From an optimization exercise on the open Yosys and OpenROAD flow, aimed at small area and a short achievable clock period; shortcuts taken in it are not production practice.
The RTL was checked by simulation tests, not by an equivalence proof against the original design.

==> 08-15: inputs <==
// dsp_acc
module dsp_acc (
    input  wire        clk,
    input  wire        rst_n,
    input  wire        in_valid,
    input  wire [3:0]  in_op,
    input  wire [1:0]  in_opc,
    input  wire        in_conj,
    input  wire        in_uf,
    input  wire        in_us,
    input  wire        in_pair,
    input  wire [1:0]  in_an,
    input  wire        in_w,
    input  wire [5:0]  in_s,
    input  wire        in_sat,
    input  wire [31:0] in_a,
    input  wire [31:0] in_b,
    output reg         out_valid,
    output reg  [31:0] out_data,
    output reg         out_n,
    output reg         out_z,
    output reg         out_v,
    output reg         out_sticky
);
==> flow/config.mk <==
export PLATFORM = sky130hd
export DESIGN_NAME = dsp_acc
export DESIGN_NICKNAME = dsp_acc
export VERILOG_FILES = /design/flow/design.v
export SDC_FILE = /design/flow/constraint.sdc
export NUM_CORES = 4
export LEC_CHECK = 0
export ABC_AREA = 1
export CAP_MARGIN = 20
export CORE_MARGIN = 2
export CORE_UTILIZATION = 55
export SLEW_MARGIN = 20
==> flow/constraint.sdc <==
create_clock -name core_clock -period 14.0 [get_ports {clk}]
set_input_delay 2.8000 -clock core_clock [delete_from_list [all_inputs] [get_ports {clk}]]
set_output_delay 2.8000 -clock core_clock [all_outputs]
set_load 0.01 [all_outputs]
standard.sh (not shown) runs the stock make flow with config.mk's settings and CLKGATE_MAP_FILE= SYNTH_SCRIPT=/design/flow/synth_recipe.tcl, a recipe that flattens the netlist after the stock synthesis.
==> flow/flow/run.sh <==
#!/bin/bash
set -euo pipefail
R=orfs/results/sky130hd/dsp_acc/base
bash standard.sh synth > synth_flow.log 2>&1
cp $R/1_2_yosys.v $R/1_2_yosys_standard.v
python3 flow/fa_polarity.py $R/1_2_yosys_standard.v $R/1_2_yosys.v > fa_polarity.log 2>&1
rm -f $R/1_synth.odb $R/1_synth.sdc
bash standard.sh SETUP_SLACK_MARGIN=10 \
  "BUFFER_PORTS_ARGS=-buffer_cell sky130_fd_sc_hd__buf_2" \
  "CTS_ARGS=-sink_clustering_enable -repair_clock_nets -dont_use_dummy_load" \
  finish > standard_flow.log 2>&1
Other scripts of this flow, unchanged in this note and not shown: flow/flow/fa_polarity.py
==> inputs of 05-27, as changes to 08-15 <==
==> flow/flow/run.sh (replaced) <==
#!/bin/bash
set -euo pipefail
R=orfs/results/sky130hd/dsp_acc/base
bash standard.sh synth > synth_flow.log 2>&1
cp $R/1_2_yosys.v $R/1_2_yosys_standard.v
python3 flow/fa_polarity.py $R/1_2_yosys_standard.v $R/1_2_yosys.v > fa_polarity.log 2>&1
rm -f $R/1_synth.odb $R/1_synth.sdc
bash standard.sh SETUP_SLACK_MARGIN=10 "BUFFER_PORTS_ARGS=-buffer_cell sky130_fd_sc_hd__buf_2" finish > standard_flow.log 2>&1
- ABC_AREA: 1 -> default
==> inputs of 09-26, as changes to 08-15 <==
--- a/flow/design.v
+++ b/flow/design.v
@@ -3986,53 +3986,25 @@
         k_hi  <= {ns1[9], ns0[9]};
         k_top <= {ns1[10], ns0[10]};
     end
     wire [47:0] fa = r1_sel1 ? x1 : x0;    
     wire [47:0] fb = x1;                   
-    function [49:0] shr;      
-        input [47:0] v;
-        input [5:0] s;
-        reg [48:0] t;
-        reg st;
-        begin
-            t = {v, 1'b0};
-            st = 1'b0;
-            if (s[5]) begin st = st | (|t[31:0]); t = {{32{t[48]}}, t[48:32]}; end
-            if (s[4]) begin st = st | (|t[15:0]); t = {{16{t[48]}}, t[48:16]}; end
-            if (s[3]) begin st = st | (|t[7:0]);  t = {{8{t[48]}},  t[48:8]};  end
-            if (s[2]) begin st = st | (|t[3:0]);  t = {{4{t[48]}},  t[48:4]};  end
-            if (s[1]) begin st = st | (|t[1:0]);  t = {{2{t[48]}},  t[48:2]};  end
-            if (s[0]) begin st = st | t[0];       t = {t[48], t[48:1]};        end
-            shr = {st, t};
+    wire [48:0] ya_full = $signed({fa, 1'b0}) >>> r1_s;
+    wire [48:0] yb_full = $signed({fb, 1'b0}) >>> r1_s;
+    reg [46:0] m_lo, m_hiA, m_hiB;
+    integer k;
+    always @* begin
+        for (k = 0; k < 47; k = k + 1) begin
+            m_lo[k]  = ({1'b0, r1_s} >= k + 2);
+            m_hiA[k] = ({1'b0, r1_s} + (r1_w ? 7'd16 : 7'd32) <= k);
+            m_hiB[k] = ({1'b0, r1_s} + 7'd16 <= k);
         end
-    endfunction
-    function [30:0] upper_or;
-        input [47:0] v;
-        reg [46:0] e;
-        reg [30:0] u;
-        integer k;
-        begin
-            e = v[46:0] ^ {47{v[47]}};
-            u[30] = e[46];
-            for (k = 29; k >= 0; k = k - 1)
-                u[k] = u[k + 1] | e[k + 16];
-            upper_or = u;
-        end
-    endfunction
-    wire [49:0] sa = shr(fa, r1_s);
-    wire [49:0] sb = shr(fb, r1_s);
-    wire [48:0] ya_full = sa[48:0];
-    wire [48:0] yb_full = sb[48:0];
-    wire stk_a = sa[49];
-    wire stk_b = sb[49];
-    wire [30:0] ua = upper_or(fa);
-    wire [30:0] ub = upper_or(fb);
-    wire [30:0] ua16 = ua >> r1_s;             
-    wire [14:0] ua32 = ua[30:16] >> r1_s;      
-    wire [30:0] ub16 = ub >> r1_s;
-    wire fit_a = r1_w ? ~ua16[0] : ~ua32[0];
-    wire fit_b = ~ub16[0];
+    end
+    wire stk_a  = |(fa[46:0] & m_lo);
+    wire stk_b  = |(fb[46:0] & m_lo);
+    wire fit_a  = ~|((fa[46:0] ^ {47{fa[47]}}) & m_hiA);
+    wire fit_b  = ~|((fb[46:0] ^ {47{fb[47]}}) & m_hiB);
     reg        r2_valid;
     reg        r2_mac, r2_sta, r2_clrs, r2_pair, r2_vmac;
     reg        r2_w, r2_rd, r2_ssat;
     reg [32:0] r2_ya;
     reg [16:0] r2_yb;
==> flow/flow/run.sh (replaced) <==
#!/bin/bash
set -euo pipefail
R=orfs/results/sky130hd/dsp_acc/base
bash standard.sh synth > synth_flow.log 2>&1
cp $R/1_2_yosys.v $R/1_2_yosys_standard.v
python3 flow/fa_polarity.py $R/1_2_yosys_standard.v $R/1_2_yosys.v > fa_polarity.log 2>&1
rm -f $R/1_synth.odb $R/1_synth.sdc
bash standard.sh SETUP_SLACK_MARGIN=10 "BUFFER_PORTS_ARGS=-buffer_cell sky130_fd_sc_hd__buf_2" finish > standard_flow.log 2>&1
- ABC_AREA: 1 -> default
==> inputs of 05-21, as changes to 08-15 <==
--- a/flow/design.v
+++ b/flow/design.v
@@ -3900,25 +3900,22 @@
         r1_so     <= {~(1'b0 | 1'b0), tO_614, tO_612, tO_610, tO_608, tO_606, tO_604, tO_602, tO_600, tO_598, tO_596, tO_594, tO_592, tO_590, tO_588, tO_586, tO_584, tO_582, tO_580, tO_578, tO_576, tO_574, tO_572, tO_570, tO_568, tO_566, tO_564, tO_562, tO_560, tO_558, tO_556, tO_554, tO_552, tO_550, tO_548, tO_547};
         r1_co     <= {tO_546, tO_613, tO_611, tO_609, tO_607, tO_605, tO_603, tO_601, tO_599, tO_597, tO_595, tO_593, tO_591, tO_589, tO_587, tO_585, tO_583, tO_581, tO_579, tO_577, tO_575, tO_573, tO_571, tO_569, tO_567, tO_565, tO_563, tO_561, tO_559, tO_557, tO_555, tO_553, tO_551, tO_549, mry_r0_0};
     end
     reg [47:0] acc0, acc1, acc2, acc3;
     reg [3:0]  pend, dir;
-    function [51:0] lanesum;
+    function [48:0] lanesum;    
         input [47:0] x;
         input [35:0] s;
         input [34:0] c;
-        reg [48:0] xs, ss, cs, pa, pb;
-        reg [47:0] lo;
+        reg [48:0] xs, ss, cs, ps, pc;
         begin
             xs = {x[47], x};
             ss = {{13{s[35]}}, s};
             cs = {14'd0, c};
-            pa = xs ^ ss ^ cs;
-            pb = {(xs[47:0] & ss[47:0]) | (xs[47:0] & cs[47:0]) | (ss[47:0] & cs[47:0]), 1'b0};
-            lo = {1'b0, pa[46:0]} + {1'b0, pb[46:0]};
-            lanesum = {pa[48] ^ pb[48] ^ (pa[47] | pb[47]), pa[48] ^ pb[48] ^ (pa[47] & pb[47]),
-                       ~(pa[47] ^ pb[47]), pa[47] ^ pb[47], lo[47], lo[46:0]};
+            ps = xs ^ ss ^ cs;
+            pc = (xs & ss) | (xs & cs) | (ss & cs);
+            lanesum = ps + {pc[47:0], 1'b0};
         end
     endfunction
     reg [3:0]  e_lo, e_hi;
     reg [1:0]  k_lo, k_hi, k_top;
     wire [47:0] x0 = {(e_hi[0] & acc0[47]) | (e_hi[2] & acc2[47]) | k_top[0] | (r1_ldah & r1_ah[15]),
@@ -3927,47 +3924,18 @@
                       ({32{e_lo[0]}} & acc0[31:0]) | ({32{e_lo[2]}} & acc2[31:0]) | {32{k_lo[0]}}};
     wire [47:0] x1 = {(e_hi[1] & acc1[47]) | (e_hi[3] & acc3[47]) | k_top[1] | (r1_ldah & r1_ah[15]),
                       ({15{e_hi[1]}} & acc1[46:32]) | ({15{e_hi[3]}} & acc3[46:32]) | {15{k_hi[1]}} |
                       ({15{r1_ldah}} & r1_ah[14:0]),
                       ({32{e_lo[1]}} & acc1[31:0]) | ({32{e_lo[3]}} & acc3[31:0]) | {32{k_lo[1]}}};
-    wire [51:0] l0 = lanesum(x0, r1_se, r1_ce);
-    wire [51:0] l1 = lanesum(x1, r1_so, r1_co);
-    wire c0 = l0[47];
-    wire c1 = l1[47];
-    wire [48:0] v0 = {c0 ? l0[51] : l0[50], c0 ? l0[49] : l0[48], l0[46:0]};
-    wire [48:0] v1 = {c1 ? l1[51] : l1[50], c1 ? l1[49] : l1[48], l1[46:0]};
+    wire [48:0] v0 = lanesum(x0, r1_se, r1_ce);
+    wire [48:0] v1 = lanesum(x1, r1_so, r1_co);
     wire ovf0 = v0[48] ^ v0[47];
     wire ovf1 = v1[48] ^ v1[47];
-    function [10:0] nextst;
-        input v48, v47;
-        input wa, wb, pa, pb, da, db;
-        input sat, rn;
-        input sa_lo, sb_lo, sa_hi, sb_hi;
-        reg ov, npa, npb, nda, ndb;
-        begin
-            ov  = (v48 ^ v47) & sat;
-            npa = rn & (wa ? ov : pa);
-            npb = rn & (wb ? ov : pb);
-            nda = rn & (wa ? v48 : da);
-            ndb = rn & (wb ? v48 : db);
-            nextst = {(sa_hi & npa & nda) | (sb_hi & npb & ndb),
-                      (sa_hi & npa & ~nda) | (sb_hi & npb & ~ndb),
-                      (sa_lo & npa & ~nda) | (sb_lo & npb & ~ndb),
-                      sb_hi & ~npb, sa_hi & ~npa, sb_lo & ~npb, sa_lo & ~npa,
-                      ndb, nda, npb, npa};
-        end
-    endfunction
-    wire [10:0] ns0_0 = nextst(l0[50], l0[48], r1_we[0], r1_we[2], pend[0], pend[2], dir[0], dir[2],
-                               r1_sat, rst_n, n_sa_lo, n_sb_lo, n_sa_hi, n_sb_hi);
-    wire [10:0] ns0_1 = nextst(l0[51], l0[49], r1_we[0], r1_we[2], pend[0], pend[2], dir[0], dir[2],
-                               r1_sat, rst_n, n_sa_lo, n_sb_lo, n_sa_hi, n_sb_hi);
-    wire [10:0] ns1_0 = nextst(l1[50], l1[48], r1_we[1], r1_we[3], pend[1], pend[3], dir[1], dir[3],
-                               r1_sat, rst_n, n_sa_lo, n_sb_lo, n_sa_hi, n_sb_hi);
-    wire [10:0] ns1_1 = nextst(l1[51], l1[49], r1_we[1], r1_we[3], pend[1], pend[3], dir[1], dir[3],
-                               r1_sat, rst_n, n_sa_lo, n_sb_lo, n_sa_hi, n_sb_hi);
-    wire [10:0] ns0 = c0 ? ns0_1 : ns0_0;
-    wire [10:0] ns1 = c1 ? ns1_1 : ns1_0;
+    wire [3:0] ovfs = {ovf1, ovf0, ovf1, ovf0};
+    wire [3:0] sgns = {v1[48], v0[48], v1[48], v0[48]};
+    wire [3:0] pend_d = {4{rst_n}} & ((r1_we & ovfs & {4{r1_sat}}) | (~r1_we & pend));
+    wire [3:0] dir_d  = {4{rst_n}} & ((r1_we & sgns) | (~r1_we & dir));
     always @(posedge clk) begin
         if (!rst_n) begin
             acc0 <= 48'd0;
             acc1 <= 48'd0;
             acc2 <= 48'd0;
@@ -3976,63 +3944,35 @@
             if (r1_we[0]) acc0 <= v0[47:0];
             if (r1_we[1]) acc1 <= v1[47:0];
             if (r1_we[2]) acc2 <= v0[47:0];
             if (r1_we[3]) acc3 <= v1[47:0];
         end
-        pend  <= {ns1[1], ns0[1], ns1[0], ns0[0]};
-        dir   <= {ns1[3], ns0[3], ns1[2], ns0[2]};
-        e_lo  <= {ns1[5], ns0[5], ns1[4], ns0[4]};
-        e_hi  <= {ns1[7], ns0[7], ns1[6], ns0[6]};
-        k_lo  <= {ns1[8], ns0[8]};
-        k_hi  <= {ns1[9], ns0[9]};
-        k_top <= {ns1[10], ns0[10]};
+        pend  <= pend_d;
+        dir   <= dir_d;
+        e_lo  <= {n_sb_lo, n_sb_lo, n_sa_lo, n_sa_lo} & ~pend_d;
+        e_hi  <= {n_sb_hi, n_sb_hi, n_sa_hi, n_sa_hi} & ~pend_d;
+        k_lo  <= ({2{n_sa_lo}} & pend_d[1:0] & ~dir_d[1:0]) | ({2{n_sb_lo}} & pend_d[3:2] & ~dir_d[3:2]);
+        k_hi  <= ({2{n_sa_hi}} & pend_d[1:0] & ~dir_d[1:0]) | ({2{n_sb_hi}} & pend_d[3:2] & ~dir_d[3:2]);
+        k_top <= ({2{n_sa_hi}} & pend_d[1:0] &  dir_d[1:0]) | ({2{n_sb_hi}} & pend_d[3:2] &  dir_d[3:2]);
     end
     wire [47:0] fa = r1_sel1 ? x1 : x0;    
     wire [47:0] fb = x1;                   
-    function [49:0] shr;      
-        input [47:0] v;
-        input [5:0] s;
-        reg [48:0] t;
-        reg st;
-        begin
-            t = {v, 1'b0};
-            st = 1'b0;
-            if (s[5]) begin st = st | (|t[31:0]); t = {{32{t[48]}}, t[48:32]}; end
-            if (s[4]) begin st = st | (|t[15:0]); t = {{16{t[48]}}, t[48:16]}; end
-            if (s[3]) begin st = st | (|t[7:0]);  t = {{8{t[48]}},  t[48:8]};  end
-            if (s[2]) begin st = st | (|t[3:0]);  t = {{4{t[48]}},  t[48:4]};  end
-            if (s[1]) begin st = st | (|t[1:0]);  t = {{2{t[48]}},  t[48:2]};  end
-            if (s[0]) begin st = st | t[0];       t = {t[48], t[48:1]};        end
-            shr = {st, t};
+    wire [48:0] ya_full = $signed({fa, 1'b0}) >>> r1_s;
+    wire [48:0] yb_full = $signed({fb, 1'b0}) >>> r1_s;
+    reg [46:0] m_lo, m_hiA, m_hiB;
+    integer k;
+    always @* begin
+        for (k = 0; k < 47; k = k + 1) begin
+            m_lo[k]  = ({1'b0, r1_s} >= k + 2);
+            m_hiA[k] = ({1'b0, r1_s} + (r1_w ? 7'd16 : 7'd32) <= k);
+            m_hiB[k] = ({1'b0, r1_s} + 7'd16 <= k);
         end
-    endfunction
-    function [30:0] upper_or;
-        input [47:0] v;
-        reg [46:0] e;
-        reg [30:0] u;
-        integer k;
-        begin
-            e = v[46:0] ^ {47{v[47]}};
-            u[30] = e[46];
-            for (k = 29; k >= 0; k = k - 1)
-                u[k] = u[k + 1] | e[k + 16];
-            upper_or = u;
-        end
-    endfunction
-    wire [49:0] sa = shr(fa, r1_s);
-    wire [49:0] sb = shr(fb, r1_s);
-    wire [48:0] ya_full = sa[48:0];
-    wire [48:0] yb_full = sb[48:0];
-    wire stk_a = sa[49];
-    wire stk_b = sb[49];
-    wire [30:0] ua = upper_or(fa);
-    wire [30:0] ub = upper_or(fb);
-    wire [30:0] ua16 = ua >> r1_s;             
-    wire [14:0] ua32 = ua[30:16] >> r1_s;      
-    wire [30:0] ub16 = ub >> r1_s;
-    wire fit_a = r1_w ? ~ua16[0] : ~ua32[0];
-    wire fit_b = ~ub16[0];
+    end
+    wire stk_a  = |(fa[46:0] & m_lo);
+    wire stk_b  = |(fb[46:0] & m_lo);
+    wire fit_a  = ~|((fa[46:0] ^ {47{fa[47]}}) & m_hiA);
+    wire fit_b  = ~|((fb[46:0] ^ {47{fb[47]}}) & m_hiB);
     reg        r2_valid;
     reg        r2_mac, r2_sta, r2_clrs, r2_pair, r2_vmac;
     reg        r2_w, r2_rd, r2_ssat;
     reg [32:0] r2_ya;
     reg [16:0] r2_yb;
==> flow/flow/run.sh (replaced) <==
#!/bin/bash
set -euo pipefail
R=orfs/results/sky130hd/dsp_acc/base
bash standard.sh synth > synth_flow.log 2>&1
cp $R/1_2_yosys.v $R/1_2_yosys_standard.v
python3 flow/fa_polarity.py $R/1_2_yosys_standard.v $R/1_2_yosys.v > fa_polarity.log 2>&1
rm -f $R/1_synth.odb $R/1_synth.sdc
bash standard.sh SETUP_SLACK_MARGIN=10 finish > standard_flow.log 2>&1
- ABC_AREA: 1 -> default
==> impl_metrics.env <==
export IMPL_outcome="complete, no violations"
export IMPL_p_switching_uw=7850
export IMPL_synth_nets=7596
export IMPL_inverters=212
export IMPL_p_comb_uw=11900
export IMPL_layout_setup_ws_ns=9.40
export IMPL_p_leak_uw=0.0274
export IMPL_seq_area_um2=13000
export IMPL_multi_input_area_share=0.657
export IMPL_syn_inst=6724
export IMPL_wl_met2_um=110000
export IMPL_drt_met1_wl_um=97400
export IMPL_nNetsFinal=7675
export IMPL_maxSlewHeadroom=0.232
export IMPL_dpl_instance_area_um2=62800
export IMPL_pre_cts_ws_ns=8.24
the above is filed under 05-21

==> impl_metrics.env <==
export IMPL_cp_cell_sequence="inv_4 -> xnor2_1 -> fa_2 -> fa_1 -> fa_2 -> fa_2 -> fa_2 -> fa_2"
export IMPL_inverters=793
export IMPL_p_leak_uw=0.0291
export IMPL_pre_cts_ws_ns=8.29
export IMPL_maxSlewHeadroom=0.313
export IMPL_outcome="complete, no violations"
export IMPL_seq_area_um2=13000
export IMPL_nNetsFinal=8502
export IMPL_p_switching_uw=8670
export IMPL_p_comb_uw=12400
export IMPL_syn_inst=7509
export IMPL_drt_met1_wl_um=95500
the above is filed under 08-15

==> impl_metrics.env <==
export IMPL_outcome="complete, no violations"
export IMPL_multi_input_area_share=0.662
export IMPL_synth_nets=7507
export IMPL_p_switching_uw=7290
export IMPL_p_comb_uw=11100
export IMPL_seq_area_um2=13000
export IMPL_syn_inst=6630
export IMPL_dpl_instance_area_um2=61700
export IMPL_inverters=185
export IMPL_drt_met1_wl_um=95400
export IMPL_layout_setup_ws_ns=9.77
export IMPL_maxSlewHeadroom=0.133
export IMPL_pre_cts_ws_ns=8.43
the above is filed under 09-26

==> impl_metrics.env <==
export IMPL_grt_met3_usage=0.135
export IMPL_drt_met1_wl_um=87100
export IMPL_wl_met2_um=101000
export IMPL_seq_area_um2=13000
export IMPL_outcome="complete, no violations"
export IMPL_nNetsFinal=7132
export IMPL_layout_setup_ws_ns=9.67
export IMPL_dpl_instance_area_um2=59100
export IMPL_inverters=276
export IMPL_syn_inst=6138
export IMPL_hold_start="r1_rd"
export IMPL_p_leak_uw=0.0265
export IMPL_maxSlewHeadroom=0.327
the above is filed under 05-27

## port drivers added, routing unchanged
No port has a modelled driver above. Below, the same layouts with a new extraction and two added sets of constraints. Step 1: set_driving_cell puts a clkbuf_16 on clk and a buf_2 on each other input, an assumption about the parent block. Step 2, shift: input delay + t, output delay - t, t = (earliest + latest rising clock arrival at the registers) / 2. This alone moves slack from input paths to output paths. a / b / c = ideal ports / drivers / drivers and shift; a / b = the first two.
run | shift t [ns] | setup WS [ns] | slew at the worst register clock pin (ns)
08-15 | 0.742 | 9.717 / 9.717 / 9.246 | 0.06 / 0.06
05-27 | 0.738 | 9.669 / 9.669 / 9.349 | 0.07 / 0.07
09-26 | 0.756 | 9.766 / 9.766 / 9.424 | 0.07 / 0.07
05-21 | 0.746 | 9.398 / 9.398 / 8.888 | 0.08 / 0.08
After both steps setup and hold are still met in every run listed. For 05-21, which loses most, drivers alone change the setup slack by 0.000 ns; drivers and shift together by -0.510 ns.
